Background: an optimization exercise with open tools, aiming at small area, a short achievable clock period and few clock cycles per item. Do not read the settings as production practice. At most, simulation tests tie the RTL to the original design; equivalence was not proved. The RTL of runs 3 to 6 was laid out without a check of its function.

**design/flow/design.v**
```verilog
module bv2_ctr_xor (
    input  wire         clk,
    input  wire         rst,           
    input  wire         in_valid,
    output wire         in_ready,
    input  wire         in_link,       
    input  wire [23:0]  in_major,      
    input  wire [5:0]   in_minor,      
    input  wire [31:0]  in_line,       
    input  wire [3:0]   in_casc_id,    
    input  wire [1:0]   in_port,       
    input  wire [47:0]  in_frame_ctr,  
    input  wire [15:0]  in_blk,        
    input  wire [255:0] in_key,        
    input  wire [127:0] in_data,       
    output wire         out_valid,
    input  wire         out_ready,
    output wire [127:0] out_data
);
    function [7:0] sbox;
        input [7:0] a;
        reg u0, u1, u2, u3, u4, u5, u6, u7;
        reg t1, t2, t3, t4, t5, t6, t7, t8, t9, t10, t11, t12, t13, t14;
        reg t15, t16, t17, t18, t19, t20, t21, t22, t23, t24, t25, t26, t27;
        reg m1, m2, m3, m4, m5, m6, m7, m8, m9, m10, m11, m12, m13, m14, m15;
        reg m16, m17, m18, m19, m20, m21, m22, m23, m24, m25, m26, m27, m28;
        reg m29, m30, m31, m32, m33, m34, m35, m36, m37, m38, m39, m40, m41;
        reg m42, m43, m44, m45, m46, m47, m48, m49, m50, m51, m52, m53, m54;
        reg m55, m56, m57, m58, m59, m60, m61, m62, m63;
        reg l0, l1, l2, l3, l4, l5, l6, l7, l8, l9, l10, l11, l12, l13, l14;
        reg l15, l16, l17, l18, l19, l20, l21, l22, l23, l24, l25, l26, l27;
        reg l28, l29;
        begin
            u0 = a[7]; u1 = a[6]; u2 = a[5]; u3 = a[4];
            u4 = a[3]; u5 = a[2]; u6 = a[1]; u7 = a[0];
            t1 = u0 ^ u3;   t2 = u0 ^ u5;   t3 = u0 ^ u6;   t4 = u3 ^ u5;
            t5 = u4 ^ u6;   t6 = t1 ^ t5;   t7 = u1 ^ u2;   t8 = u7 ^ t6;
            t9 = u7 ^ t7;   t10 = t6 ^ t7;  t11 = u1 ^ u5;  t12 = u2 ^ u5;
            t13 = t3 ^ t4;  t14 = t6 ^ t11; t15 = t5 ^ t11; t16 = t5 ^ t12;
            t17 = t9 ^ t16; t18 = u3 ^ u7;  t19 = t7 ^ t18; t20 = t1 ^ t19;
            t21 = u6 ^ u7;  t22 = t7 ^ t21; t23 = t2 ^ t22; t24 = t2 ^ t10;
            t25 = t20 ^ t17; t26 = t3 ^ t16; t27 = t1 ^ t12;
            m1 = t13 & t6;   m2 = t23 & t8;   m3 = t14 ^ m1;   m4 = t19 & u7;
            m5 = m4 ^ m1;    m6 = t3 & t16;   m7 = t22 & t9;   m8 = t26 ^ m6;
            m9 = t20 & t17;  m10 = m9 ^ m6;   m11 = t1 & t15;  m12 = t4 & t27;
            m13 = m12 ^ m11; m14 = t2 & t10;  m15 = m14 ^ m11; m16 = m3 ^ m2;
            m17 = m5 ^ t24;  m18 = m8 ^ m7;   m19 = m10 ^ m15; m20 = m16 ^ m13;
            m21 = m17 ^ m15; m22 = m18 ^ m13; m23 = m19 ^ t25; m24 = m22 ^ m23;
            m25 = m22 & m20; m26 = m21 ^ m25; m27 = m20 ^ m21; m28 = m23 ^ m25;
            m29 = m28 & m27; m30 = m26 & m24; m31 = m20 & m23; m32 = m27 & m31;
            m33 = m27 ^ m25; m34 = m21 & m22; m35 = m24 & m34; m36 = m24 ^ m25;
            m37 = m21 ^ m29; m38 = m32 ^ m33; m39 = m23 ^ m30; m40 = m35 ^ m36;
            m41 = m38 ^ m40; m42 = m37 ^ m39; m43 = m37 ^ m38; m44 = m39 ^ m40;
            m45 = m42 ^ m41;
            m46 = m44 & t6;  m47 = m40 & t8;  m48 = m39 & u7;  m49 = m43 & t16;
            m50 = m38 & t9;  m51 = m37 & t17; m52 = m42 & t15; m53 = m45 & t27;
            m54 = m41 & t10; m55 = m44 & t13; m56 = m40 & t23; m57 = m39 & t19;
            m58 = m43 & t3;  m59 = m38 & t22; m60 = m37 & t20; m61 = m42 & t1;
            m62 = m45 & t4;  m63 = m41 & t2;
            l0 = m61 ^ m62;  l1 = m50 ^ m56;  l2 = m46 ^ m48;  l3 = m47 ^ m55;
            l4 = m54 ^ m58;  l5 = m49 ^ m61;  l6 = m62 ^ l5;   l7 = m46 ^ l3;
            l8 = m51 ^ m59;  l9 = m52 ^ m53;  l10 = m53 ^ l4;  l11 = m60 ^ l2;
            l12 = m48 ^ m51; l13 = m50 ^ l0;  l14 = m52 ^ m61; l15 = m55 ^ l1;
            l16 = m56 ^ l0;  l17 = m57 ^ l1;  l18 = m58 ^ l8;  l19 = m63 ^ l4;
            l20 = l0 ^ l1;   l21 = l1 ^ l7;   l22 = l3 ^ l12;  l23 = l18 ^ l2;
            l24 = l15 ^ l9;  l25 = l6 ^ l10;  l26 = l7 ^ l9;   l27 = l8 ^ l10;
            l28 = l11 ^ l14; l29 = l11 ^ l17;
            sbox[7] = l6 ^ l24;
            sbox[6] = ~(l16 ^ l26);
            sbox[5] = ~(l19 ^ l28);
            sbox[4] = l6 ^ l21;
            sbox[3] = l20 ^ l22;
            sbox[2] = l25 ^ l29;
            sbox[1] = ~(l13 ^ l27);
            sbox[0] = ~(l6 ^ l23);
        end
    endfunction
    function [7:0] xtime;
        input [7:0] a;
        begin
            xtime = {a[6:0], 1'b0} ^ (a[7] ? 8'h1b : 8'h00);
        end
    endfunction
    function [127:0] sub_shift;
        input [127:0] s;
        integer c, r;
        begin
            for (c = 0; c < 4; c = c + 1)
                for (r = 0; r < 4; r = r + 1)
                    sub_shift[127 - 8*(4*c + r) -: 8] =
                        sbox(s[127 - 8*(4*((c + r) % 4) + r) -: 8]);
        end
    endfunction
    function [127:0] mix_delta;
        input [127:0] s;
        integer c, r;
        reg [7:0] t;
        begin
            for (c = 0; c < 4; c = c + 1) begin
                t = s[127 - 32*c -: 8] ^ s[119 - 32*c -: 8] ^
                    s[111 - 32*c -: 8] ^ s[103 - 32*c -: 8];
                for (r = 0; r < 4; r = r + 1)
                    mix_delta[127 - 8*(4*c + r) -: 8] = t ^
                        xtime(s[127 - 8*(4*c + r) -: 8] ^
                              s[127 - 8*(4*c + (r + 1) % 4) -: 8]);
            end
        end
    endfunction
    reg          run;       
    reg          ov;        
    reg  [3:0]   rnd;       
    reg  [127:0] st;        
    reg  [127:0] ka, kb;    
    wire last  = (rnd == 4'd14);
    wire take  = run && (rnd == 4'd13);         
    wire load  = in_valid && !run && (!ov || out_ready);
    wire [127:0] ctr_blk = in_link
        ? {8'h01, in_casc_id, in_port, 2'b00, in_frame_ctr, 48'h0, in_blk}
        : {8'h00, in_major, in_minor, 56'h0, in_line, in_blk[1:0]};
    reg [255:0] key_be;
    integer k;
    always @(*) begin
        for (k = 0; k < 32; k = k + 1)
            key_be[255 - 8*k -: 8] = in_key[8*k +: 8];
    end
    wire [127:0] ss        = sub_shift(st);
    wire [127:0] round_out = ss ^ (mix_delta(ss) & {128{~last}}) ^ kb;
    reg [7:0] rcon;
    always @(*) begin
        case (rnd[3:1])
            3'd0: rcon = 8'h01;
            3'd1: rcon = 8'h02;
            3'd2: rcon = 8'h04;
            3'd3: rcon = 8'h08;
            3'd4: rcon = 8'h10;
            3'd5: rcon = 8'h20;
            default: rcon = 8'h40;
        endcase
    end
    wire [31:0] sw = {sbox(kb[31:24]), sbox(kb[23:16]), sbox(kb[15:8]), sbox(kb[7:0])};
    wire [31:0] kt = rnd[0] ? ({sw[23:0], sw[31:24]} ^ {rcon, 24'h0}) : sw;
    wire [31:0] w0 = ka[127:96] ^ kt;
    wire [31:0] w1 = ka[95:64]  ^ w0;
    wire [31:0] w2 = ka[63:32]  ^ w1;
    wire [31:0] w3 = ka[31:0]   ^ w2;
    wire [127:0] key_next = {w0, w1, w2, w3} ^ (in_data & {128{take}});
    always @(posedge clk) begin
        if (rst) begin
            run <= 1'b0;
            ov  <= 1'b0;
        end else begin
            if (load) begin
                run <= 1'b1;
                ov  <= 1'b0;
            end else if (run && last) begin
                run <= 1'b0;
                ov  <= 1'b1;
            end else if (out_ready) begin
                ov  <= 1'b0;
            end
        end
        if (load) begin
            rnd <= 4'd1;
            st  <= ctr_blk ^ key_be[255:128];
            ka  <= key_be[255:128];
            kb  <= key_be[127:0];
        end else begin
            rnd <= rnd + 4'd1;
            if (run)
                st <= round_out;
            ka <= kb;
            kb <= key_next;
        end
    end
    assign in_ready  = take;
    assign out_valid = ov;
    assign out_data  = st;
endmodule
```
**design/flow/flow/run.sh**
```bash
#!/bin/bash
# Own flow: the standard layout (standard.sh), with the synthesis step
# run by flow/my_synth.tcl so that ABC maps for area (flow/area.abc).
set -euo pipefail
W=$PWD
export MY_ABC_SCRIPT=$W/flow/area.abc
sed -E "s#SYNTH_SCRIPT=[^ ]+#SYNTH_SCRIPT=$W/flow/my_synth.tcl#" standard.sh > my_standard.sh
grep -q "SYNTH_SCRIPT=$W/flow/my_synth.tcl" my_standard.sh
bash my_standard.sh finish > $W/flow_make.log 2>&1
```
**design/flow/flow/my_synth.tcl**
```tcl
# The standard synthesis (synth_recipe.tcl), with one change: ABC maps the
# logic with the script named by MY_ABC_SCRIPT instead of ORFS's. Every other
# pass, and so every register's name and cell, is the standard synthesis's.
proc synth {args} { yosys synth -nofsm -noshare {*}$args }
proc abc {args} {
  set i [lsearch -exact $args -script]
  if { $i >= 0 } { lset args [expr { $i + 1 }] $::env(MY_ABC_SCRIPT) }
  yosys abc {*}$args
}
source $::env(SCRIPTS_DIR)/synth.tcl
# left out here: clear keep_hierarchy, flatten, clean up, hide names made inside functions, write 1_2_yosys.v
```
**design/flow/standard.sh**
```bash
#!/bin/bash
# synth_recipe.tcl (not shown) runs the flow's synth.tcl, then flattens the netlist and writes it again
# the make line also repeats each setting of config.mk as NAME=value (left out here)
make -C /OpenROAD-flow-scripts/flow DESIGN_CONFIG=/design/flow/config.mk WORK_HOME=/design/flow/orfs CLKGATE_MAP_FILE= SYNTH_SCRIPT=/design/flow/synth_recipe.tcl "${@:-finish}"
```
**design/flow/constraint.sdc**
```tcl
create_clock -name core_clock -period 10.0 [get_ports {clk}]
set_input_delay 2.0000 -clock core_clock [delete_from_list [all_inputs] [get_ports {clk}]]
set_output_delay 2.0000 -clock core_clock [all_outputs]
set_load 0.01 [all_outputs]
```
**design/flow/config.mk**
```make
export PLATFORM = sky130hd
export DESIGN_NAME = bv2_ctr_xor
export DESIGN_NICKNAME = bv2_ctr_xor
export VERILOG_FILES = /design/flow/design.v
export SDC_FILE = /design/flow/constraint.sdc
export NUM_CORES = 4
export LEC_CHECK = 0
export CAP_MARGIN = 20
export CORE_MARGIN = 2
export CORE_UTILIZATION = 40
export SLEW_MARGIN = 20
```
**design/flow/flow/area.abc**
```
strash
dch
map -a
topo
stime -c
```
==> qor.csv, run 1 <==
stage;metric;value;unit
run_status;status;timing/DRC/antenna clean;
final_layout;multi_input_area;31800;um2
global_routing;grt_usage;32.7;%
critical_path;crit_required;10.34;ns
synth;ys_warn_count;1;
synth;synth_seq_cells;390;
timing;tns;0;ns
clock_network;htree_levels;2;
timing;period_share;86.2;%
placed_design;dp_hpwl;158000;um
critical_path;setup.worst_path.class;register to register;
final_layout;nets;7530;
die;fp.coreArea;107000;um2
route;firstDrtPassIters;6;
synth;synth_cell_types;28;
placed_design;globalplace.congestion;1.01;
placed_design;dpl-instance-area;51800;um2
global_routing;grt_pass1_vias;40000;
timing;tightestPinTransition;1.23;ns
final_layout;num-fill-cells;10900;
route;drc;0;
timing;finalClockSkew;0.0295;ns
min_path;hp-class;register to register;
min_path;hp-start;kb[88];
timing;hold_viol_final;0;
final_layout;drive_gt1_share;4.17;%
clock_network;post_cts_buffers;0;
die;rows;120;
synth;syn_nets;6786;
critical_path;r2r-start;st[29];
synth;seq_area_frac_synth;21.1;%
die;pin_count;651;
die;chipHeight;333;um
route;wl;187000;um
global_routing;grt_start_max_net_pins;174;
route;drt_iter0_markers;3740;
route;avgRoutedWirePerCell;22.3;um
run;cap_violations;0;
clock_network;cts_tree;built;
final_layout;area_growth_syn_to_layout;24.2;%
synth;synth_compound_area_share;10.2;%
critical_path;path_max_fanout;8;
clock_network;clock_latency;0.67;ns
die;die_area;111000;um2
clock_network;cts.path.max_buffers;3;
clock_network;cts_inserted_buffers;51;
synth;postSynthAreaPerCell;6.94;um2
route;via_count;42700;
timing;rsz0062_at_grt;false;
clock_network;cts_root_buf;clkbuf_16;
synth;yosys.area_share.adder;1.25;%
die;start_util;40.3;%
timing;relSlewSlack;17.1;%
final_layout;final_cell_mix;1680 x nand2_1, 1261 x xor2_1, 716 x xnor2_1;
clock_network;ctsHoldBuffers;0;
synth;synth_area;43200;um2
clock_network;cts.sinks;390;
critical_path;start_kind;register;
global_routing;grt-ovfl-total;0;
critical_path;crit_top_cell;xor2_1;
synth;synthMuxAreaShare;0.580;%
critical_path;startpoint;st[29];
clock_network;clk_pin_slew_worst_paths;0.07;ns
placed_design;port_buffers;650;
timing;max_freq;0.116;GHz
critical_path;cp_slowest_cell;o21ai_0;
global_routing;antenna_found_initial;12;
timing;finalSetupViolations;0;
synth;synth_xor_area_share;40.2;%
route;antenna_left;0;
final_layout;fin_area;53600;um2
synth;synth_top_family_by_area;XOR/XNOR gates;
route;via_per_inst;5.07;
clock_network;ctsResizeCount;0;
timing;maxSlewViolCount;0;
synth;syn_inst;6222;
critical_path;cp_slowest_stage_delay;0.78;ns
final_layout;layout_commonest_cell;nand2_1;
critical_path;worstPathArrival;8.96;ns
final_layout;post-route-util;50.1;%
synth;synth-simple-area-share;21.2;%
critical_path;crit_path_end_kind;register;
timing;timing.final.crit_period;8.62;ns
die;fp.dieW;333;um
final_layout;register_area;9090;um2
global_routing;grt_pass1_wl;268000;um
cell type report:
class	instances	share of cell area, %
multi-input cells	5204	59.3
flip-flops and latches	390	17.0
clock inverters	33	0.700
well taps	1403	3.27
diodes	5	0.0233
inverters	628	4.43
clock buffers	63	2.58
repair buffers	691	12.8
path summary, 6_finish.rpt:
check | end | depth (start not counted) | slack (ns)
max | st[7] | 32 | 1.38
min | ka[88] | 2 | 0.45
max reg2reg | st[7] | 32 | 1.38
min reg2reg | ka[88] | 2 | 0.45
flip-flops by register name, indices dropped and copies added, names as in the netlist:
name  flops
ka      128
kb      128
ov        1
rnd       4
run       1
st      128
cells by family (layout without fill, tap and decap cells):
family / after synthesis / after routing
AO/OA/AOI/OAI: 849 / 849
XOR/XNOR: 1982 / 1982
adder cells (fa/ha/maj): 43 / 43
buffers and inverters: 628 / 1415
flip-flops: 390 / 390
multiplexers: 25 / 25
other: 0 / 5
AND/OR/NAND/NOR: 2305 / 2305
metrics by stage:
stage / worst slack, ns / hold WS (ns) / std cells
2_1_floorplan: -2.89 / 0.443 / 6222
3_3_place_gp: 1.36 / 0.458 / 8316
3_5_place_dp: 1.56 / 0.452 / 8316
4_1_cts: 1.55 / 0.451 / 8412
5_1_grt: 0.828 / 0.487 / 8414
6_report: 1.38 / 0.452 / 8417
per-layer routing:
metal  global-route usage (%)  wire [um]
met5                        0         24
met3                     4.40      12900
met4                     13.4       8760
met2                     52.7      83600
met1                     43.9      82200
worst max-delay path, delay by kind of cell (launching register included):
kind                     cells  cell delay, ns
adder cells (fa/ha/maj)      1            0.27
AO/OA/AOI/OAI                5            1.81
buffers and inverters        4            0.53
XOR/XNOR                    11            3.23
flip-flops                   1            0.46
AND/OR/NAND/NOR             11            1.98
synthesized netlist by cell type (all sizes together):
cell type,instances,area share [%]
a211oi,2,0.035
a21o,12,0.24
a21oi,229,2.7
a22oi,6,0.10
a311o,1,0.026
a31oi,5,0.072
clkinv,628,5.5
dfxtp,262,12
edfxtp,128,8.9
ha,43,1.2
mux2i,25,0.58
nand2,1680,15
nand3,104,1.2
nand4,6,0.087
nor2,364,3.2
nor3,9,0.10
nor3b,1,0.017
o211ai,9,0.16
o21a,4,0.070
o21ai,553,6.4
o22ai,25,0.36
o311ai,1,0.020
o31ai,2,0.035
or2,140,2.0
or3,1,0.017
xnor2,720,15
xnor3,1,0.061
xor2,1261,26
Testbench counts, summed over its fixed seeds: cycles 7,688, items 512.
==> inputs of run 2 (changes only) <==
--- a/design/flow/config.mk
+++ b/design/flow/config.mk
@@ -10,2 +10,3 @@
 export CORE_UTILIZATION = 40
+export SETUP_SLACK_MARGIN = 3
 export SLEW_MARGIN = 20
==> qor.csv, run 2 <==
stage;metric;value;unit;change
synth;syn_nets;6786;;unchanged
run;cap_violations;0;;unchanged
die;fp.dieW;333;um;unchanged
timing;relSlewSlack;21.7;%;+4.6 points
clock_network;cts.sinks;390;;unchanged
synth;postSynthAreaPerCell;6.94;um2;unchanged
synth;synth_seq_cells;390;;unchanged
final_layout;top_regs;ka x128, kb x128, st x128;;
route;wl;192000;um;+2.3%
min_path;hp-class;register to register;;
critical_path;worstPathArrival;7.21;ns;-1.75 ns
synth;yosys-top-cells-count;1680 x nand2_1, 1261 x xor2_1, 720 x xnor2_1;;
route;via_per_inst;5.08;;+0.11%
global_routing;grt_usage;33.0;%;+0.31 points
clock_network;clk_pin_slew_worst_paths;0.06;ns;about the same
timing;timing.final.crit_period;6.75;ns;-1.87 ns
critical_path;setup.worst_path.class;register to register;;
route;via_count;43600;;+2.2%
final_layout;drive_gt1_share;12.3;%;+8.2 points
route;drc;0;;unchanged
timing;period_share;67.5;%;-19 points
critical_path;r2r_slack;3.25;ns;+1.87 ns
route;avgRoutedWirePerCell;22.3;um;+0.21%
timing;max_freq;0.148;GHz;+28%
die;start_util;40.3;%;unchanged
global_routing;grt_pass1_vias;40300;;+0.79%
synth;synth_area;43200;um2;unchanged
global_routing;grt-ovfl-total;0;;unchanged
clock_network;cts_inserted_buffers;51;;unchanged
final_layout;final_cell_mix;1629 x nand2_1, 1062 x xor2_1, 649 x clkdlybuf4s50_1;;
placed_design;port_buffers;650;;unchanged
timing;holdWs;0.454;ns;+0.00161 ns
clock_network;cts_tree;built;;
placed_design;dpl-instance-area;51800;um2;unchanged
die;die_area;111000;um2;unchanged
timing;tightestPinTransition;1.17;ns;-0.0596 ns
timing;finalSetupViolations;0;;unchanged
synth;async_flop_share;0;%;unchanged
synth;syn_inst;6222;;unchanged
route;antenna_left;0;;unchanged
run_status;status;timing/DRC/antenna clean;;
synth;yosys.area.top_type;xor2_1;;
die;fp.coreArea;107000;um2;unchanged
timing;finalClockSkew;0.0275;ns;-0.00205 ns
critical_path;crit_path_end_kind;register;;
final_layout;fin_area;58200;um2;+8.5%
die;rows;120;;unchanged
global_routing;antenna_found_initial;12;;unchanged
placed_design;globalplace.congestion;1.01;;unchanged
timing;maxSlewViolCount;0;;unchanged
final_layout;area_growth_syn_to_layout;34.7;%;
final_layout;layout_commonest_cell;nand2_1;;
critical_path;start_kind;register;;
timing;rsz0062_at_grt;true;;
synth;synth_top_area_share;25.6;%;unchanged
synth;synth_ff_type;dfxtp_1;;
synth;synth_edf_count;128;;unchanged
critical_path;path_max_fanout;5;;-3
timing;worst_slack;3.25;ns;+1.87 ns
clock_network;cts_root_buf;clkbuf_16;;
synth;synth_cell_types;28;;unchanged
critical_path;crit_required;10.46;ns;+0.12 ns
timing;tns;0;ns;unchanged
synth;seq_area_frac_synth;21.1;%;unchanged
synth;synth.most_common_cell;nand2_1;;
timing;hold_viol_final;0;;unchanged
die;chipHeight;333;um;unchanged
min_path;min_path_cells;2;;unchanged
clock_network;htree_levels;2;;unchanged
clock_network;clock_latency;0.67;ns;about the same
synth;synth.area.top_cells;xor2_1 26%, nand2_1 15%, xnor2_1 15%;;
final_layout;nets;7708;;+2.4%
global_routing;grt_pass1_wl;270000;um;+0.74%
route;drt_iter0_markers;3962;;+5.9%
critical_path;reg2reg_depth;23;;-28%
placed_design;dp_hpwl;158000;um;unchanged
die;pin_count;651;;unchanged
clock_network;cts.path.max_buffers;3;;unchanged
placed_design;dpl_worst_slack;1.56;ns;unchanged
global_routing;grt_start_max_net_pins;174;;unchanged
synth;ys_warn_count;1;;unchanged
route;firstDrtPassIters;6;;unchanged
run 2: cell counts after synthesis:
No cell type changed its count.
run 2: area by class of cell:
cell class,count,area [um2]
diodes,4,10.0
clock buffers,63,1380
clock inverters,33,375
fillers,10400,48900
inverters,628,2380
multi-input cells,5204,34900
flip-flops and latches,390,9090
well taps,1403,1760
repair buffers,869,8220
run 2: worst paths after layout:
kind,from,to
max,kb[6],kb[70]
min,kb[88],ka[88]
max reg2reg,kb[6],kb[70]
min reg2reg,kb[88],ka[88]
run 2: through the flow:
stage | utilization [%] | std cells
floorplan | - | 6222
global placement | 48.4 | 8316
detailed placement | 48.4 | 8316
CTS | 51.3 | 8442
global route | 54.3 | 8593
finish | 54.3 | 8594
run 2: cells by family (layout without fill, tap and decap cells):
kind of cell	count (synthesis)	after routing	synth area share (%)
AO/OA/AOI/OAI	849	849	10.2
buffers and inverters	628	1593	5.46
flip-flops	390	390	21.1
other	0	4	0
XOR/XNOR	1982	1982	40.2
AND/OR/NAND/NOR	2305	2305	21.2
adder cells (fa/ha/maj)	43	43	1.25
multiplexers	25	25	0.580
run 2: per-layer routing:
layer,track usage [%],up-vias,share of wire [%]
li1,-,21200,-
met1,44.4,20400,43
met2,53.2,1706,45
met3,4.52,287,7.3
met4,13.4,6,4.7
met5,0,-,0.020
run 2: worst max-delay path, cell delays in order (launching register included):
cell and delay [ns]:
dfxtp_1 0.54, xor2_2 0.28, xor2_2 0.27, xor2_1 0.28
xor2_1 0.22, ha_1 0.27, xor2_1 0.16, xnor2_1 0.19
xor2_1 0.32, a21oi_1 0.14, or2_2 0.30, nand2_1 0.13
xor2_1 0.33, xor2_1 0.21, nand2_1 0.11, xor2_2 0.31
xor2_1 0.30, xnor2_1 0.21, nand2_1 0.09, nand2_1 0.22
xnor2_4 0.38, xor2_4 0.41, xnor2_1 0.10, o21ai_0 0.74
run 2: timing repair:
item | 4_1_cts | 5_1_grt
setup buffers | 30 | 148
gates resized for setup | 183 | 361
setup endpoints to repair | 139 | 197
hold buffers | 0 | 0
pin swaps | 19 | 89
==> inputs of run 3 (changes only) <==
--- a/design/flow/design.v
+++ b/design/flow/design.v
@@ -141,6 +141,9 @@
     wire [31:0] kt = rnd[0] ? ({sw[23:0], sw[31:24]} ^ {rcon, 24'h0}) : sw;
+    wire [31:0] p1 = ka[127:96] ^ ka[95:64];
+    wire [31:0] p2 = p1 ^ ka[63:32];
+    wire [31:0] p3 = p2 ^ ka[31:0];
     wire [31:0] w0 = ka[127:96] ^ kt;
-    wire [31:0] w1 = ka[95:64]  ^ w0;
-    wire [31:0] w2 = ka[63:32]  ^ w1;
-    wire [31:0] w3 = ka[31:0]   ^ w2;
+    wire [31:0] w1 = p1 ^ kt;
+    wire [31:0] w2 = p2 ^ kt;
+    wire [31:0] w3 = p3 ^ kt;
     wire [127:0] key_next = {w0, w1, w2, w3} ^ (in_data & {128{take}});
--- a/design/flow/flow/run.sh
+++ b/design/flow/flow/run.sh
@@ -2,3 +2,3 @@
 # Own flow: the standard layout (standard.sh), with the synthesis step
-# run by flow/my_synth.tcl so that ABC maps for area (flow/area.abc).
+# run by flow/my_synth.tcl so that ABC maps with flow/area.abc (choices, then &nf).
 set -euo pipefail
==> design/flow/flow/area.abc (replaced) <==
&get -n
&st
&dch
&nf
&put
--- a/design/flow/config.mk
+++ b/design/flow/config.mk
@@ -10,3 +10,3 @@
 export CORE_UTILIZATION = 40
-export SETUP_SLACK_MARGIN = 3
+export SETUP_SLACK_MARGIN = 5
 export SLEW_MARGIN = 20
==> qor.csv, run 3 <==
stage;metric;value;unit;change
timing;period_share;58.7;%;-8.8 points
critical_path;setup.worst_path.class;register to register;;
timing;relSlewSlack;14.3;%;-7.4 points
synth;synth_area;43400;um2;+0.62%
final_layout;nets;7623;;-1.1%
clock_network;htree_levels;2;;unchanged
synth;synth-simple-area-share;13.8;%;-7.4 points
synth;synth_cell_types;48;;+71%
route;wl;227000;um;+18%
route;via_count;46800;;+7.3%
global_routing;antenna_found_initial;11;;-1
run_status;status;timing/DRC/antenna clean;;
timing;timing.final.crit_period;5.87;ns;-0.876 ns
synth;seq_area_frac_synth;20.9;%;-0.13 points
die;fp.dieW;334;um;+0.31%
route;avgRoutedWirePerCell;26.7;um;+19%
critical_path;r2r_slack;4.13;ns;+0.88 ns
final_layout;layout_commonest_cell;buf_4;;
clock_network;clk_pin_slew_worst_paths;0.06;ns;about the same
min_path;min_path_cells;2;;unchanged
clock_network;cts.path.max_buffers;3;;unchanged
route;drc;0;;unchanged
global_routing;grt_pass1_wl;298000;um;+11%
die;pin_count;651;;unchanged
timing;maxSlewViolCount;0;;unchanged
route;drt_iter0_markers;4412;;+11%
final_layout;drive_gt1_share;43.9;%;+32 points
final_layout;multi_input_area;49400;um2;+41%
timing;max_freq;0.170;GHz;+15%
placed_design;dp_hpwl;150000;um;-4.8%
placed_design;dpl-instance-area;53500;um2;+3.2%
route;antenna_left;0;;unchanged
timing;rsz0062_at_grt;true;;
clock_network;cts.sinks;390;;unchanged
final_layout;final_cell_mix;1058 x buf_4, 768 x xnor2_1, 751 x nand2_1;;
synth;synth_edf_count;128;;unchanged
timing;finalClockSkew;0.0413;ns;+0.0138 ns
synth;synth_xor_area_share;52.7;%;+12 points
route;firstDrtPassIters;6;;unchanged
clock_network;cts_inserted_buffers;53;;+3.9%
synth;yosys-top-cells-count;1499 x xnor2_1, 788 x nand2_1, 629 x xor2_1;;
synth;yosys.area_share.adder;1.24;%;-0.0077 points
clock_network;ctsHoldBuffers;0;;unchanged
timing;worst_slack;4.13;ns;+0.876 ns
critical_path;crit_required;10.39;ns;-0.07 ns
min_path;hp-class;register to register;;
run;cap_violations;0;;unchanged
placed_design;globalplace.congestion;0.999;;-0.63%
critical_path;crit_path_end_kind;register;;
timing;finalSetupViolations;0;;unchanged
die;start_util;40.5;%;+0.14 points
die;chipHeight;334;um;+0.31%
critical_path;worstPathArrival;6.26;ns;-0.95 ns
min_path;worstHoldEndpoint;ka[115];;
global_routing;grt_pass1_vias;44800;;+11%
final_layout;fin_area;79700;um2;+37%
critical_path;crit-reg2reg-capture;st[107];;
clock_network;cts_tree;built;;
synth;synth.most_common_cell;xnor2_1;;
min_path;hp-start;kb[115];;
final_layout;register_area;9170;um2;+0.85%
final_layout;area_growth_syn_to_layout;83.5;%;
clock_network;cts_root_buf;clkbuf_16;;
synth;synth_compound_area_share;9.91;%;-0.28 points
synth;synth_ff_type;dfxtp_1;;
synth;syn_nets;5626;;-17%
global_routing;grt_usage;36.3;%;+3.3 points
timing;tns;0;ns;unchanged
placed_design;port_buffers;650;;unchanged
die;die_area;111000;um2;+0.61%
final_layout;top_regs;ka x128, kb x128, st x128;;
synth;synth_seq_cells;390;;unchanged
synth;yosys.area.top_type;xnor2_1;;
critical_path;start_kind;register;;
critical_path;r2r-start;st[2];;
timing;tightestPinTransition;1.29;ns;+0.110 ns
synth;ys_warn_count;1;;unchanged
die;fp.coreArea;107000;um2;+0.28%
placed_design;dpl_worst_slack;2.76;ns;+1.19 ns
synth;syn_inst;5062;;-19%
global_routing;grt_start_max_net_pins;136;;-22%
die;rows;120;;unchanged
final_layout;num-fill-cells;6765;;-35%
route;via_per_inst;5.50;;+8.4%
clock_network;clock_latency;0.68;ns;about the same
critical_path;reg2reg_depth;22;;-4.3%
global_routing;grt-ovfl-total;0;;unchanged
synth;synth_top_area_share;30.2;%;+4.6 points
synth;synthMuxAreaShare;1.22;%;+0.64 points
synth;synth_top_family_by_area;XOR/XNOR gates;;
synth;async_flop_share;0;%;unchanged
timing;hold_viol_final;0;;unchanged
synth;postSynthAreaPerCell;8.58;um2;+24%
synth;synth.area.top_cells;xnor2_1 30%, xor2_1 13%, dfxtp_1 12%;;
timing;holdWs;0.461;ns;+0.00729 ns
critical_path;path_max_fanout;6;;+1
## run 3: changes by cell type after synthesis, sizes merged, moves of 136 or more
cell	before	now
xor2	1261	629
xnor3	1	165
xnor2	720	1499
clkinv	628	29
nor2	364	500
nand2	1680	788
a21oi	229	374
o21ai	553	194
## run 3: timing repair
item,in CTS,in global routing
gates cloned,2,0
pin swaps,807,611
setup endpoints to repair,256,246
gates resized for setup,1643,757
endpoints found under the hold margin,0,0
setup buffers,880,379
## run 3: worst max-delay path, cell delays in order (launching register included)
cell	delay [ns]
edfxtp_1	0.52
buf_4	0.23
xnor2_2	0.27
xor2_2	0.32
nor2_4	0.08
xor2_1	0.19
xnor3_2	0.53
buf_4	0.19
o211ai_1	0.32
buf_4	0.21
nand3_1	0.23
xnor2_1	0.31
xnor2_1	0.20
xnor2_1	0.21
buf_4	0.29
xnor2_2	0.14
xor2_2	0.19
buf_4	0.16
xnor3_1	0.30
nand2_2	0.11
xnor2_4	0.32
xnor2_1	0.16
o21ai_1	0.08
## run 3: area by class of cell
type	instances	share of cell area (%)
tap	1403	2.20
timing repair buffer	1940	21.9
multi-input combinational	4645	61.9
inverter	29	0.137
clock inverter	29	0.326
clock buffer	69	1.93
sequential	390	11.5
antenna	3	0.00942
## run 3: stage by stage
stage / cells / util, %
2_1_floorplan: 5062 / -
3_3_place_gp: 7146 / 49.8
3_5_place_dp: 7146 / 49.8
4_1_cts: 8126 / 67.0
5_1_grt: 8506 / 74.3
6_report: 8508 / 74.3
## run 3: cells by family after synthesis
family	Yosys count
multiplexers	51
AO/OA/AOI/OAI	755
buffers and inverters	29
XOR/XNOR	2315
adder cells (fa/ha/maj)	43
flip-flops	390
AND/OR/NAND/NOR	1479
## run 3: layer usage
layer  vias to the layer above  GRT usage [%]  wire length, um
li1                      20600              -                -
met1                     23000           45.7            84200
met2                      2446           59.2           105000
met3                       730           6.67            19700
met4                         8           19.5            18000
met5                         -              0               46
## run 3: how the worst max path moves through the flow
| stage | from | end | cells past startpoint |
|---|---|---|---|
| 2_1_floorplan | st[111] | st[36] | 19 |
| 3_3_place_gp | st[111] | st[52] | 17 |
| 3_5_place_dp | st[111] | st[52] | 17 |
| 4_1_cts | st[38] | st[12] | 20 |
| 5_1_grt | st[3] | st[119] | 23 |
| 6_report | st[2] | st[107] | 22 |
==> inputs of run 4 (changes only) <==
--- a/design/flow/config.mk
+++ b/design/flow/config.mk
@@ -10,3 +10,3 @@
 export CORE_UTILIZATION = 40
-export SETUP_SLACK_MARGIN = 5
+export SETUP_SLACK_MARGIN = 3
 export SLEW_MARGIN = 20
==> qor.csv, run 4 <==
stage;metric;value;unit;change
route;antenna_left;0;;unchanged
clock_network;cts_inserted_buffers;49;;-7.5%
die;pin_count;651;;unchanged
critical_path;crit_chain;xnor2_2, xnor2_2, xnor2_1, ha_1, xnor3_1, xnor2_2, o21ai_0, xor2_1, xnor2_1, xnor3_1, nand2b_1, xnor3_2, xnor3_1, xnor2_1, xor2_2, nor2_1, a211oi_2, xnor2_1, a21oi_1;;
timing;worst_slack;3.11;ns;-1.01 ns
final_layout;area_growth_syn_to_layout;25.9;%;
clock_network;cts_tree;built;;
die;fp.dieW;334;um;unchanged
die;die_area;111000;um2;unchanged
route;via_count;38300;;-18%
global_routing;grt-ovfl-total;0;;unchanged
critical_path;cp_slowest_cell;xnor3_1;;
clock_network;clk_pin_slew_worst_paths;0.06;ns;about the same
timing;finalSetupViolations;0;;unchanged
timing;tns;0;ns;unchanged
critical_path;startpoint;st[119];;
timing;relSlewSlack;19.6;%;+5.3 points
die;rows;120;;unchanged
clock_network;cts_root_buf;clkbuf_16;;
final_layout;nets;6370;;-16%
route;via_per_inst;5.27;;-4.1%
clock_network;cts.sinks;390;;unchanged
synth;yosys.area.top_type;xnor2_1;;
final_layout;drive_gt1_share;4.24;%;-40 points
timing;hold_viol_final;0;;unchanged
synth;synth_area;43400;um2;unchanged
synth;postSynthAreaPerCell;8.58;um2;unchanged
critical_path;critPathBufInv;0;;-5
critical_path;r2r-start;st[119];;
clock_network;clock_latency;0.65;ns;-0.03 ns
placed_design;dpl_worst_slack;2.29;ns;-0.471 ns
synth;synth.area.top_cells;xnor2_1 30%, xor2_1 13%, dfxtp_1 12%;;
route;avgRoutedWirePerCell;24.9;um;-6.5%
final_layout;final_cell_mix;1420 x xnor2_1, 788 x nand2_1, 649 x clkdlybuf4s50_1;;
synth;async_flop_share;0;%;unchanged
synth;seq_area_frac_synth;20.9;%;unchanged
critical_path;worstPathArrival;7.25;ns;+0.99 ns
synth;synth_edf_count;128;;unchanged
synth;synth_top_area_share;30.2;%;unchanged
placed_design;dp_hpwl;150000;um;-0.42%
synth;synth_cell_types;48;;unchanged
synth;syn_inst;5062;;unchanged
critical_path;reg2reg_depth;19;;-14%
critical_path;crit-reg2reg-capture;st[10];;
global_routing;grt_usage;31.4;%;-4.9 points
die;start_util;40.5;%;unchanged
timing;tightestPinTransition;1.21;ns;-0.0795 ns
global_routing;grt_pass1_wl;256000;um;-14%
critical_path;cp_slowest_stage_delay;0.62;ns;+0.09 ns
critical_path;crit_path_end_kind;register;;
synth;yosys-top-cells-count;1499 x xnor2_1, 788 x nand2_1, 629 x xor2_1;;
timing;rsz0062_at_grt;true;;
critical_path;start_kind;register;;
min_path;hp-class;register to register;;
synth;ys_warn_count;1;;unchanged
clock_network;ctsHoldBuffers;0;;unchanged
clock_network;htree_levels;2;;unchanged
placed_design;globalplace.congestion;0.971;;-2.7%
route;firstDrtPassIters;5;;-1
critical_path;setup.worst_path.class;register to register;;
clock_network;cts.path.max_buffers;3;;unchanged
critical_path;crit_path_end;st[10];;
critical_path;path_max_fanout;7;;+1
synth;syn_nets;5626;;unchanged
global_routing;antenna_found_initial;10;;-1
global_routing;grt_pass1_vias;37300;;-17%
final_layout;top_regs;ka x128, kb x128, st x128;;
run;cap_violations;0;;unchanged
die;chipHeight;334;um;unchanged
critical_path;worst-path-stages;19;;-14%
route;drt_iter0_markers;3494;;-21%
global_routing;grt_start_max_net_pins;162;;+19%
die;fp.coreArea;107000;um2;unchanged
timing;max_freq;0.145;GHz;-15%
run_status;status;timing/DRC/antenna clean;;
route;drc;0;;unchanged
synth;synth_ff_type;dfxtp_1;;
timing;finalClockSkew;0.0247;ns;-0.0166 ns
synth;synth_seq_cells;390;;unchanged
critical_path;cpLargestDelayFamily;XOR/XNOR gates;;
critical_path;crit_top_cell;xnor2_1;;
critical_path;r2r_slack;3.11;ns;-1.01 ns
timing;timing.final.crit_period;6.89;ns;+1.01 ns
placed_design;port_buffers;650;;unchanged
synth;synth.most_common_cell;xnor2_1;;
final_layout;layout_commonest_cell;xnor2_1;;
timing;period_share;68.9;%;+10 points
route;wl;181000;um;-20%
critical_path;crit_required;10.36;ns;-0.03 ns
timing;maxSlewViolCount;0;;unchanged
-- run 4: metrics by stage --
step	util [%]	hold WS (ns)	instance area (um2)	instances
floorplan	-	0.431	43500	5062
global route	50.9	0.469	54700	7251
CTS	50.3	0.449	54000	7248
global placement	48.5	0.447	52100	7157
detailed placement	48.5	0.448	52100	7157
finish	50.9	0.459	54700	7253
-- run 4: cells by family after synthesis --
group                    count (synthesis)  synth area share, %
buffers and inverters                   29                0.251
multiplexers                            51                 1.22
AO/OA/AOI/OAI                          755                 9.91
XOR/XNOR                              2315                 52.7
AND/OR/NAND/NOR                       1479                 13.8
adder cells (fa/ha/maj)                 43                 1.24
flip-flops                             390                 20.9
-- run 4: layer usage --
metal	wire [um]	up-vias	share of wire [%]	global-route usage (%)
met2	83200	1383	46	51.5
met5	0	-	0	0
met4	6520	0	3.6	10.6
li1	-	18200	-	-
met1	78300	18400	43	42.3
met3	12700	201	7.0	4.41
-- run 4: how the worst min path moves through the flow --
stage / from / to / slack (ns) / cells after the start
floorplan: kb[127] / ka[127] / 0.43 / 2
global placement: kb[110] / ka[110] / 0.45 / 2
detailed placement: kb[124] / ka[124] / 0.45 / 2
CTS: kb[124] / ka[124] / 0.45 / 2
global route: kb[124] / ka[124] / 0.47 / 2
finish: kb[110] / ka[110] / 0.46 / 2
-- run 4: final cells by class --
class | instances | area (um2)
repair buffers | 693 | 6880
clock inverters | 17 | 179
inverters | 29 | 109
flip-flops and latches | 390 | 9090
well taps | 1403 | 1760
fillers | 10300 | 52700
multi-input cells | 4643 | 35200
diodes | 4 | 10.0
clock buffers | 74 | 1500
-- run 4: what timing repair did --
item                                    CTS  global route
buffers inserted                          0             1
endpoints found under the setup margin   30           108
pin swaps                                 0             1
gates resized for setup                  28           102
-- run 4: worst min-delay path: stages, from the launching register on --
cell and delay (ns):
dfxtp_1 0.32, nand2_1 0.06, nand2_1 0.04
==> inputs of run 5 (changes only) <==
--- a/design/flow/config.mk
+++ b/design/flow/config.mk
@@ -10,3 +10,3 @@
 export CORE_UTILIZATION = 40
-export SETUP_SLACK_MARGIN = 3
+export SETUP_SLACK_MARGIN = 4
 export SLEW_MARGIN = 20
==> qor.csv, run 5 <==
stage;metric;value;unit;change
run_status;status;timing/DRC/antenna clean;;
die;chipHeight;334;um;unchanged
placed_design;globalplace.congestion;0.985;;+1.4%
final_layout;num-fill-cells;9414;;-8.7%
run;cap_violations;0;;unchanged
synth;synth_edf_count;128;;unchanged
clock_network;clock_latency;0.65;ns;about the same
global_routing;grt_start_max_net_pins;141;;-13%
final_layout;register_area;9090;um2;about the same
timing;tightestPinTransition;0.865;ns;-0.340 ns
clock_network;cts_inserted_buffers;51;;+4.1%
route;wl;190000;um;+5.2%
critical_path;critPathBufInv;2;;+2
critical_path;path_max_fanout;6;;-1
final_layout;area_growth_syn_to_layout;42.9;%;
route;via_per_inst;5.33;;+1.1%
global_routing;grt_pass1_vias;38300;;+2.6%
synth;syn_inst;5062;;unchanged
final_layout;drive_gt1_share;18.6;%;+14 points
synth;synth_ff_type;dfxtp_1;;
clock_network;htree_levels;2;;unchanged
die;fp.dieW;334;um;unchanged
clock_network;clk_pin_slew_worst_paths;0.07;ns;about the same
critical_path;cpLargestDelayFamily;XOR/XNOR gates;;
synth;async_flop_share;0;%;unchanged
min_path;hp-class;register to register;;
critical_path;worstPathArrival;6.42;ns;-0.83 ns
die;start_util;40.5;%;unchanged
critical_path;start_kind;register;;
timing;finalClockSkew;0.0177;ns;-0.00702 ns
critical_path;cp_slowest_cell;xnor3_2;;
timing;holdWs;0.455;ns;-0.00332 ns
route;via_count;40400;;+5.7%
timing;rsz0062_at_grt;true;;
synth;synth_area;43400;um2;unchanged
critical_path;setup.worst_path.class;register to register;;
global_routing;antenna_found_initial;6;;-4
final_layout;final_cell_mix;1175 x xnor2_1, 786 x nand2_1, 649 x clkdlybuf4s50_1;;
placed_design;port_buffers;650;;unchanged
critical_path;crit_required;10.34;ns;-0.02 ns
critical_path;crit_chain;buf_4, xnor3_2, xnor2_1, ha_1, xor2_1, xnor2_2, xnor2_2, a21oi_1, or3_1, a21oi_1, xnor2_2, xor2_4, buf_4, xnor2_2, xor2_1, xnor2_2, a21oi_1, o21ai_1, xor2_2, a21oi_1;;
clock_network;cts.path.max_buffers;3;;unchanged
die;die_area;111000;um2;unchanged
timing;period_share;60.9;%;-8.0 points
clock_network;cts_tree;built;;
route;firstDrtPassIters;9;;+4
final_layout;layout_commonest_cell;xnor2_1;;
final_layout;diodes;0;;-4
synth;synth_top_area_share;30.2;%;unchanged
die;rows;120;;unchanged
synth;synth_seq_cells;390;;unchanged
synth;yosys-top-cells-count;1499 x xnor2_1, 788 x nand2_1, 629 x xor2_1;;
clock_network;cts_root_buf;clkbuf_16;;
route;antenna_left;0;;unchanged
clock_network;cts.sinks;390;;unchanged
timing;finalSetupViolations;0;;unchanged
timing;tns;0;ns;unchanged
synth;ys_warn_count;1;;unchanged
global_routing;grt_pass1_wl;263000;um;+2.6%
timing;relSlewSlack;41.7;%;+22 points
final_layout;multi_input_area;39900;um2;+14%
route;drt_iter0_markers;3659;;+4.7%
placed_design;dp_hpwl;150000;um;about the same
clock_network;ctsHoldBuffers;0;;unchanged
synth;syn_nets;5626;;unchanged
die;pin_count;651;;unchanged
synth;postSynthAreaPerCell;8.58;um2;unchanged
critical_path;cp_slowest_stage_delay;0.53;ns;-0.09 ns
timing;hold_viol_final;0;;unchanged
timing;timing.final.crit_period;6.09;ns;-0.800 ns
global_routing;grt_usage;32.2;%;+0.82 points
synth;synth_cell_types;48;;unchanged
timing;max_freq;0.164;GHz;+13%
synth;yosys.area.top_type;xnor2_1;;
synth;seq_area_frac_synth;20.9;%;unchanged
critical_path;crit_path_end_kind;register;;
global_routing;grt-ovfl-total;0;;unchanged
critical_path;crit_top_cell;xnor2_2;;
timing;maxSlewViolCount;0;;unchanged
final_layout;top_regs;ka x128, kb x128, st x128;;
route;avgRoutedWirePerCell;25.1;um;+0.59%
die;fp.coreArea;107000;um2;unchanged
final_layout;nets;6701;;+5.2%
synth;synth.area.top_cells;xnor2_1 30%, xor2_1 13%, dfxtp_1 12%;;
route;drc;0;;unchanged
synth;synth.most_common_cell;xnor2_1;;
[run 5: cell types whose count changed in the layout (fill, tap and decap cells not counted), moves of 79 or more]
cell / before / now
buf_4: 40 / 358
xnor2_1: 1420 / 1175
xnor2_2: 78 / 246
xor2_1: 598 / 480
xor2_2: 31 / 111
xnor2_4: 1 / 80
[run 5: path summary, 6_finish.rpt]
check | startpoint | to | slack (ns) | depth (start not counted)
max reg2reg | st[40] | st[96] | 3.91 | 20
max | st[40] | st[96] | 3.91 | 20
min reg2reg | kb[102] | ka[102] | 0.46 | 2
min | kb[102] | ka[102] | 0.46 | 2
[run 5: worst register-to-register path, cell delays in order, from the launching register on]
cell and delay, ns:
edfxtp_1 0.33, buf_4 0.18, xnor3_2 0.53, xnor2_1 0.25, ha_1 0.28, xor2_1 0.19
xnor2_2 0.26, xnor2_2 0.20, a21oi_1 0.16, or3_1 0.43, a21oi_1 0.36, xnor2_2 0.29
xor2_4 0.22, buf_4 0.20, xnor2_2 0.36, xor2_1 0.23, xnor2_2 0.41, a21oi_1 0.11
o21ai_1 0.19, xor2_2 0.39, a21oi_1 0.20
[run 5: what timing repair did]
| action | CTS | global route |
|---|---|---|
| gates resized for setup | 464 | 405 |
| pin swaps | 59 | 177 |
| cloned | 0 | 2 |
| setup buffers | 86 | 247 |
| endpoints found under the setup margin | 207 | 218 |
[run 5: area by class of cell]
| class | instances | share of cell area [%] |
|---|---|---|
| clock buffer | 71 | 2.45 |
| clock inverter | 24 | 0.347 |
| multi-input combinational | 4645 | 64.3 |
| tap | 1403 | 2.83 |
| sequential | 390 | 14.6 |
| timing repair buffer | 1020 | 15.2 |
| inverter | 29 | 0.175 |
[run 5: per-layer routing]
| metal | global-route usage (%) | up-vias | part of all wire [%] | wire (um) |
|---|---|---|---|---|
| met1 | 42.9 | 19700 | 42 | 79600 |
| met2 | 51.9 | 1653 | 46 | 86800 |
| li1 | - | 18800 | - | - |
| met5 | 0 | - | 0.0095 | 18 |
| met3 | 4.93 | 311 | 7.3 | 13900 |
| met4 | 13.7 | 2 | 5.1 | 9700 |
[run 5: cell families (layout without fill, tap and decap cells)]
family / after synthesis / after routing / share of synthesized area, %
flops: 390 / 390 / 20.9
mux: 51 / 51 / 1.22
simple gates: 1479 / 1479 / 13.8
buf+inv: 29 / 1144 / 0.251
compound gates: 755 / 755 / 9.91
xor+xnor: 2315 / 2317 / 52.7
fa+ha+maj: 43 / 43 / 1.24
[run 5: metrics by stage]
stage	cell area [um2]	instances	worst slack [ns]	util [%]
finish	62100	7582	3.91	57.8
global route	62100	7582	3.82	57.8
CTS	57500	7333	3.80	53.6
detailed placement	52100	7152	2.18	48.6
global placement	52100	7151	1.89	48.5
floorplan	43500	5062	4.02	-
==> inputs of run 6 (changes only) <==
==> design/flow/flow/run.sh (replaced) <==
#!/bin/bash
# Own flow: the standard layout (standard.sh) with two changes:
#  - synthesis runs flow/my_synth.tcl, the standard synthesis script except
#    that ABC maps with flow/area.abc (structural choices, then &nf);
#  - the port buffers are sky130_fd_sc_hd__buf_1 (every port still gets one).
set -euo pipefail
W=$PWD
export MY_ABC_SCRIPT=$W/flow/area.abc
sed -E "s#SYNTH_SCRIPT=[^ ]+#SYNTH_SCRIPT=$W/flow/my_synth.tcl#" standard.sh > my_standard.sh
grep -q "SYNTH_SCRIPT=$W/flow/my_synth.tcl" my_standard.sh
bash my_standard.sh "BUFFER_PORTS_ARGS=-buffer_cell sky130_fd_sc_hd__buf_1" finish > $W/flow_make.log 2>&1
--- a/design/flow/config.mk
+++ b/design/flow/config.mk
@@ -10,3 +10,3 @@
 export CORE_UTILIZATION = 40
-export SETUP_SLACK_MARGIN = 4
+export SETUP_SLACK_MARGIN = 3
 export SLEW_MARGIN = 20
==> qor.csv, run 6 <==
stage;metric;value;unit;change
synth;synth_ff_type;dfxtp_1;;
global_routing;grt-ovfl-total;0;;unchanged
timing;holdWs;0.458;ns;+0.00273 ns
synth;yosys-top-cells-count;1499 x xnor2_1, 788 x nand2_1, 629 x xor2_1;;
clock_network;htree_levels;2;;unchanged
timing;period_share;68.1;%;+7.3 points
timing;timing.final.crit_period;6.81;ns;+0.727 ns
final_layout;area_growth_syn_to_layout;16.6;%;
final_layout;post-route-util;47.2;%;-11 points
final_layout;top_regs;ka x128, kb x128, st x128;;
critical_path;crit-reg2reg-capture;st[39];;
clock_network;clock_latency;0.67;ns;+0.02 ns
clock_network;cts_tree;built;;
timing;relSlewSlack;18.1;%;-24 points
critical_path;cp_slowest_stage_delay;0.56;ns;+0.03 ns
critical_path;worstPathArrival;7.18;ns;+0.76 ns
critical_path;start_kind;register;;
timing;tightestPinTransition;1.22;ns;+0.355 ns
global_routing;grt_pass1_wl;253000;um;-3.6%
critical_path;reg2reg_depth;19;;-5.0%
synth;yosys.area.top_type;xnor2_1;;
synth;syn_nets;5626;;unchanged
critical_path;critPathBufInv;1;;-1
die;start_util;40.5;%;unchanged
critical_path;cpLargestDelayFamily;XOR/XNOR gates;;
synth;synth_seq_cells;390;;unchanged
clock_network;cts_inserted_buffers;51;;unchanged
clock_network;cts_root_buf;clkbuf_16;;
critical_path;setup.worst_path.class;register to register;;
synth;seq_area_frac_synth;20.9;%;unchanged
final_layout;drive_gt1_share;4.27;%;-14 points
route;via_count;38500;;-4.7%
final_layout;final_cell_mix;1433 x xnor2_1, 788 x nand2_1, 649 x buf_1;;
die;chipHeight;334;um;unchanged
synth;synth_area;43400;um2;unchanged
die;die_area;111000;um2;unchanged
global_routing;antenna_found_initial;4;;-2
placed_design;dp_hpwl;149000;um;-0.77%
synth;syn_inst;5062;;unchanged
clock_network;clk_pin_slew_worst_paths;0.07;ns;about the same
timing;hold_viol_final;0;;unchanged
route;avgRoutedWirePerCell;24.7;um;-1.3%
global_routing;grt_start_max_net_pins;159;;+13%
route;wl;180000;um;-5.5%
die;pin_count;651;;unchanged
placed_design;port_buffers;650;;unchanged
critical_path;crit_required;10.37;ns;+0.03 ns
synth;synth.most_common_cell;xnor2_1;;
critical_path;cp_slowest_cell;edfxtp_1;;
synth;synth.area.top_cells;xnor2_1 30%, xor2_1 13%, dfxtp_1 12%;;
synth;async_flop_share;0;%;unchanged
clock_network;cts.path.max_buffers;3;;unchanged
critical_path;crit_chain;xnor2_2, xor2_1, xnor2_1, clkinv_1, ha_1, xnor3_1, xnor2_2, a21oi_1, or3_1, a21oi_1, xnor2_1, xnor3_1, xor2_1, xor2_2, xnor2_2, a21oi_1, o21ai_0, xnor2_1, o21ai_0;;
final_layout;num-fill-cells;10700;;+13%
die;fp.dieW;334;um;unchanged
placed_design;globalplace.congestion;0.994;;+0.87%
route;via_per_inst;5.31;;-0.42%
clock_network;ctsHoldBuffers;0;;unchanged
critical_path;path_max_fanout;9;;+3
timing;tns;0;ns;unchanged
min_path;min_path_cells;2;;unchanged
synth;ys_warn_count;1;;unchanged
critical_path;r2r-start;st[71];;
route;firstDrtPassIters;8;;-1
synth;synth_edf_count;128;;unchanged
timing;finalSetupViolations;0;;unchanged
final_layout;nets;6376;;-4.9%
synth;synth_top_area_share;30.2;%;unchanged
die;fp.coreArea;107000;um2;unchanged
min_path;worstHoldEndpoint;ka[127];;
min_path;hp-class;register to register;;
synth;synth_cell_types;48;;unchanged
timing;rsz0062_at_grt;true;;
final_layout;layout_commonest_cell;xnor2_1;;
global_routing;grt_pass1_vias;37000;;-3.5%
timing;maxSlewViolCount;0;;unchanged
critical_path;r2r_slack;3.19;ns;-0.73 ns
timing;finalClockSkew;0.0284;ns;+0.0107 ns
clock_network;cts.sinks;390;;unchanged
run_status;status;timing/DRC/antenna clean;;
run;cap_violations;0;;unchanged
global_routing;grt_usage;31.1;%;-1.1 points
timing;max_freq;0.147;GHz;-11%
critical_path;crit_path_end_kind;register;;
route;antenna_left;0;;unchanged
min_path;hp-start;kb[127];;
critical_path;startpoint;st[71];;
route;drt_iter0_markers;3395;;-7.2%
die;rows;120;;unchanged
synth;postSynthAreaPerCell;8.58;um2;unchanged
route;drc;0;;unchanged
-- run 6: layer usage --
metal  share of wire, %  track usage (%)  vias to the layer above
li1                   -                -                    18200
met1                 42             41.4                    18500
met2                 45             49.8                     1565
met3                7.8             5.35                      248
met4                4.5             12.7                        4
met5              0.015                0                        -
-- run 6: final cells by class --
cell class | instances | area [um2] | share of cell area [%]
Clock inverter | 28 | 235 | 0.465
Antenna cell | 2 | 5.00 | 0.00988
Clock buffer | 68 | 1540 | 3.04
Tap cell | 1403 | 1760 | 3.47
Inverter | 29 | 109 | 0.215
Timing Repair Buffer | 697 | 2850 | 5.62
Sequential cell | 390 | 9090 | 17.9
Multi-Input combinational cell | 4643 | 35100 | 69.2
-- run 6: worst max path at each step --
stage | slack (ns) | depth (start not counted) | endpoint
5_1_grt | 2.89 | 18 | st[15]
3_3_place_gp | 2.53 | 18 | st[15]
2_1_floorplan | 3.50 | 3 | st[100]
4_1_cts | 2.93 | 18 | st[15]
6_report | 3.19 | 19 | st[39]
3_5_place_dp | 2.45 | 18 | st[15]
-- run 6: worst register-to-register path, cell delays in order (launching register included) --
cell	delay, ns
edfxtp_1	0.56
xnor2_2	0.35
xor2_1	0.43
xnor2_1	0.22
clkinv_1	0.11
ha_1	0.29
xnor3_1	0.45
xnor2_2	0.39
a21oi_1	0.20
or3_1	0.40
a21oi_1	0.26
xnor2_1	0.23
xnor3_1	0.47
xor2_1	0.47
xor2_2	0.39
xnor2_2	0.20
a21oi_1	0.15
o21ai_0	0.20
xnor2_1	0.55
o21ai_0	0.21
-- run 6: kinds of logic (layout without fill, tap and decap cells) --
kind of cell / Yosys count / after routing / share of synthesized area [%]
and+or+nand+nor: 1479 / 1479 / 13.8
xor gates and xnor gates: 2315 / 2315 / 52.7
other: 0 / 2 / 0
AOI/OAI and AO/OA: 755 / 755 / 9.91
buffers and inverters: 29 / 822 / 0.251
DFF: 390 / 390 / 20.9
muxes: 51 / 51 / 1.22
adders and majority gates: 43 / 43 / 1.24
-- run 6: through the flow --
stage	setup WS [ns]	std cells	cell area (um2)
after global routing	2.89	7258	50600
after floorplan	3.50	5062	43500
final	3.19	7260	50600
after CTS	2.93	7254	49900
after global placement	2.53	7158	48000
after detailed placement	2.45	7158	48000
-- run 6: timing repair --
action / CTS / global route
gates resized for setup: 15 / 98
endpoints found under the setup margin: 22 / 110
pin swaps: 0 / 1
gates cloned: 0 / 0
setup buffers: 0 / 3
==> inputs of run 7 (changes only) <==
--- a/design/flow/design.v
+++ b/design/flow/design.v
@@ -149,2 +149,7 @@
     wire [127:0] key_next = {w0, w1, w2, w3} ^ (in_data & {128{take}});
+    wire         sel_run  = run & ~load;
+    wire         sel_hold = ~run & ~load;
+    wire [127:0] st_next  = ({128{load}}     & (ctr_blk ^ key_be[255:128])) |
+                            ({128{sel_run}}  & round_out) |
+                            ({128{sel_hold}} & st);
     always @(posedge clk) begin
@@ -164,5 +169,5 @@
         end
+        st <= st_next;
         if (load) begin
             rnd <= 4'd1;
-            st  <= ctr_blk ^ key_be[255:128];
             ka  <= key_be[255:128];
@@ -171,4 +176,2 @@
             rnd <= rnd + 4'd1;
-            if (run)
-                st <= round_out;
             ka <= kb;
==> qor.csv, run 7 <==
stage;metric;value;unit;change
critical_path;reg2reg_depth;19;;unchanged
die;fp.coreArea;106000;um2;-1.7%
global_routing;grt_pass1_vias;36500;;-1.3%
synth;synth_ff_type;dfxtp_1;;
global_routing;use_met1;41.4;%;+0.053 points
global_routing;grt-ovfl-total;0;;unchanged
critical_path;setup.worst_path.class;register to register;;
global_routing;grt_usage;31.4;%;+0.33 points
placed_design;dpl_worst_slack;2.68;ns;+0.234 ns
run;cap_violations;0;;unchanged
global_routing;antenna_found_initial;3;;-1
global_routing;grt_pass1_wl;250000;um;-1.5%
clock_network;cts_inserted_buffers;52;;+2.0%
final_layout;top_regs;ka x128, kb x128, st x128;;
clock_network;clock_latency;0.68;ns;about the same
synth;synth_seq_cells;390;;unchanged
placed_design;globalplace.congestion;0.985;;-0.91%
final_layout;drive_gt1_share;3.92;%;-0.35 points
clock_network;ctsHoldBuffers;0;;unchanged
placed_design;dp_hpwl;148000;um;-0.69%
timing;hold_viol_final;0;;unchanged
clock_network;htree_levels;2;;unchanged
timing;finalSetupViolations;0;;unchanged
route;antenna_left;0;;unchanged
timing;worst_slack;3.23;ns;+0.0441 ns
die;die_area;109000;um2;-1.8%
synth;syn_inst;5095;;+0.65%
synth;async_flop_share;0;%;unchanged
final_layout;nets;6416;;+0.63%
clock_network;cts_root_buf;clkbuf_16;;
die;rows;119;;-0.83%
global_routing;grt_start_max_net_pins;139;;-13%
global_routing;grt.busiest_layer;met2;;
run_status;status;timing/DRC/antenna clean;;
route;firstDrtPassIters;5;;-3
timing;tns;0;ns;unchanged
critical_path;crit_path_end_kind;register;;
final_layout;final_cell_mix;1502 x xnor2_1, 770 x nand2_1, 649 x buf_1;;
timing;maxSlewViolCount;0;;unchanged
synth;synth_edf_count;0;;-100%
die;start_util;40.4;%;-0.064 points
synth;syn_nets;5659;;+0.59%
global_routing;grtUsageMet3;4.56;%;-0.79 points
clock_network;cts_tree;built;;
placed_design;dpl-instance-area;47300;um2;-1.5%
route;via_count;38400;;-0.37%
synth;ys_warn_count;1;;unchanged
timing;tightestPinTransition;1.22;ns;-0.00170 ns
route;wl;179000;um;-0.42%
synth;yosys.area.top_type;xnor2_1;;
clock_network;cts.sinks;390;;unchanged
final_layout;num-fill-cells;10600;;-0.41%
final_layout;fin_area;49600;um2;-2.0%
timing;max_freq;0.148;GHz;+0.65%
die;chipHeight;331;um;-0.90%
synth;seq_area_frac_synth;18.3;%;-2.6 points
die;fp.dieW;331;um;-0.90%
timing;finalClockSkew;0.0377;ns;+0.00936 ns
timing;relSlewSlack;18.5;%;+0.42 points
synth;synth.most_common_cell;xnor2_1;;
final_layout;area_growth_syn_to_layout;16.4;%;
route;via_per_inst;5.27;;-0.74%
placed_design;port_buffers;650;;unchanged
clock_network;post_cts_buffers;0;;unchanged
critical_path;worstPathArrival;7.26;ns;+0.08 ns
min_path;min_path_cells;2;;unchanged
critical_path;crit_required;10.49;ns;+0.12 ns
die;pin_count;651;;unchanged
critical_path;start_kind;register;;
global_routing;grt.met2_usage;51.4;%;+1.6 points
timing;rsz0062_at_grt;true;;
route;drt_iter0_markers;3235;;-4.7%
synth;synth_top_area_share;31.6;%;+1.4 points
min_path;hp-class;register to register;;
synth;yosys-top-cells-count;1541 x xnor2_1, 770 x nand2_1, 648 x xor2_1;;
timing;timing.final.crit_period;6.77;ns;-0.0441 ns
synth;postSynthAreaPerCell;8.37;um2;-2.5%
clock_network;cts.path.max_buffers;3;;unchanged
synth;synth_area;42700;um2;-1.8%
timing;period_share;67.7;%;-0.44 points
critical_path;path_max_fanout;6;;-3
route;avgRoutedWirePerCell;24.5;um;-0.79%
final_layout;layout_commonest_cell;xnor2_1;;
final_layout;post-route-util;47.0;%;-0.15 points
clock_network;clk_pin_slew_worst_paths;0.06;ns;about the same
route;drc;0;;unchanged
synth;synth.area.top_cells;xnor2_1 32%, dfxtp_1 18%, xor2_1 13%;;
synth;synth_cell_types;48;;unchanged
run 7: kinds of logic (layout without fill, tap and decap cells):
family / after synthesis / count (layout) / synth area share (%)
AO/OA/AOI/OAI: 754 / 754 / 10.4
other: 0 / 3 / 0
multiplexers: 51 / 51 / 1.20
buffers and inverters: 28 / 826 / 0.246
AND/OR/NAND/NOR: 1457 / 1457 / 13.9
flip-flops: 390 / 390 / 18.3
XOR/XNOR: 2372 / 2372 / 54.7
adder cells (fa/ha/maj): 43 / 43 / 1.26
run 7: routing by layer:
layer,wire length [um],part of all wire [%]
met1,76700,43
met5,46,0.026
met4,8450,4.7
met3,12600,7.0
met2,81100,45
run 7: path summary, 6_finish.rpt:
check,from,slack (ns),end
setup / recovery,st[9],3.23,st[79]
setup reg to reg,st[9],3.23,st[79]
hold / removal,kb[94],0.45,ka[94]
hold reg to reg,kb[94],0.45,ka[94]
run 7: stage by stage:
step           std cells  hold WS (ns)
6_report            7287         0.452
2_1_floorplan       5095         0.430
4_1_cts             7284         0.454
3_3_place_gp        7189         0.441
5_1_grt             7284         0.464
3_5_place_dp        7189         0.443
run 7: what timing repair did:
action	4_1_cts	5_1_grt
resized for setup	9	75
pin swaps	0	0
endpoints found under the setup margin	10	79
run 7: worst max-delay path: stages, from the launching register on:
cell and delay, ns:
dfxtp_1 0.58, xor2_1 0.45, xnor2_1 0.24, xnor2_1 0.26, ha_1 0.20, xor2_1 0.26
xnor3_1 0.48, a211oi_1 0.39, a21oi_1 0.16, xnor2_1 0.39, xnor2_1 0.19, nand2_1 0.13
xnor2_1 0.43, xnor3_2 0.67, xor2_2 0.46, xnor2_2 0.23, xnor2_1 0.20, nor2_1 0.57
xnor2_1 0.20, o21ai_0 0.10
run 7: final cells by class:
class	count	area [um2]	area share (%)
multi-input combinational	4677	35300	71.1
sequential	390	7810	15.7
timing repair buffer	703	2870	5.77
tap	1391	1740	3.51
clock buffer	66	1400	2.83
clock inverter	29	398	0.802
inverter	28	108	0.217
antenna	3	7.51	0.0151
Testbench counts of run 7, summed over its fixed seeds: cycles 7,688, items 512.

[afterwards: timing with drivers on the ports]
The results above use ideal ports. As a check the final layouts listed here were re-extracted and re-timed, cells and wires unchanged.
Step 1 (the two cells are an assumption about what drives the block):
set clk [get_ports {clk}]
set_driving_cell -lib_cell sky130_fd_sc_hd__clkbuf_16 $clk
set_driving_cell -lib_cell sky130_fd_sc_hd__buf_2 [delete_from_list [all_inputs] $clk]
Step 2 adds t to the input delays and takes it off the output delays; t is the mean of the earliest and latest rising clock arrival at the registers after step 1. Input paths then give back, and output paths get back, about the clock's delay inside the block.
a / b / c = no drivers / after step 1 / after step 2; a / b = the first two.
run	t, ns	setup WS [ns]	latest minus earliest clock arrival (ns)
run 1	0.733	1.378 / 1.378 / 1.378	0.030 / 0.030
run 2	0.739	3.252 / 3.252 / 3.252	0.030 / 0.030
run 3	0.731	4.128 / 4.128 / 4.128	0.042 / 0.042
run 4	0.707	3.114 / 3.114 / 3.114	0.028 / 0.028
run 5	0.713	3.915 / 3.915 / 3.915	0.018 / 0.018
run 6	0.718	3.188 / 3.188 / 3.188	0.029 / 0.029
run 7	0.730	3.232 / 3.232 / 3.232	0.040 / 0.041
After both steps setup and hold are still met in every run listed.
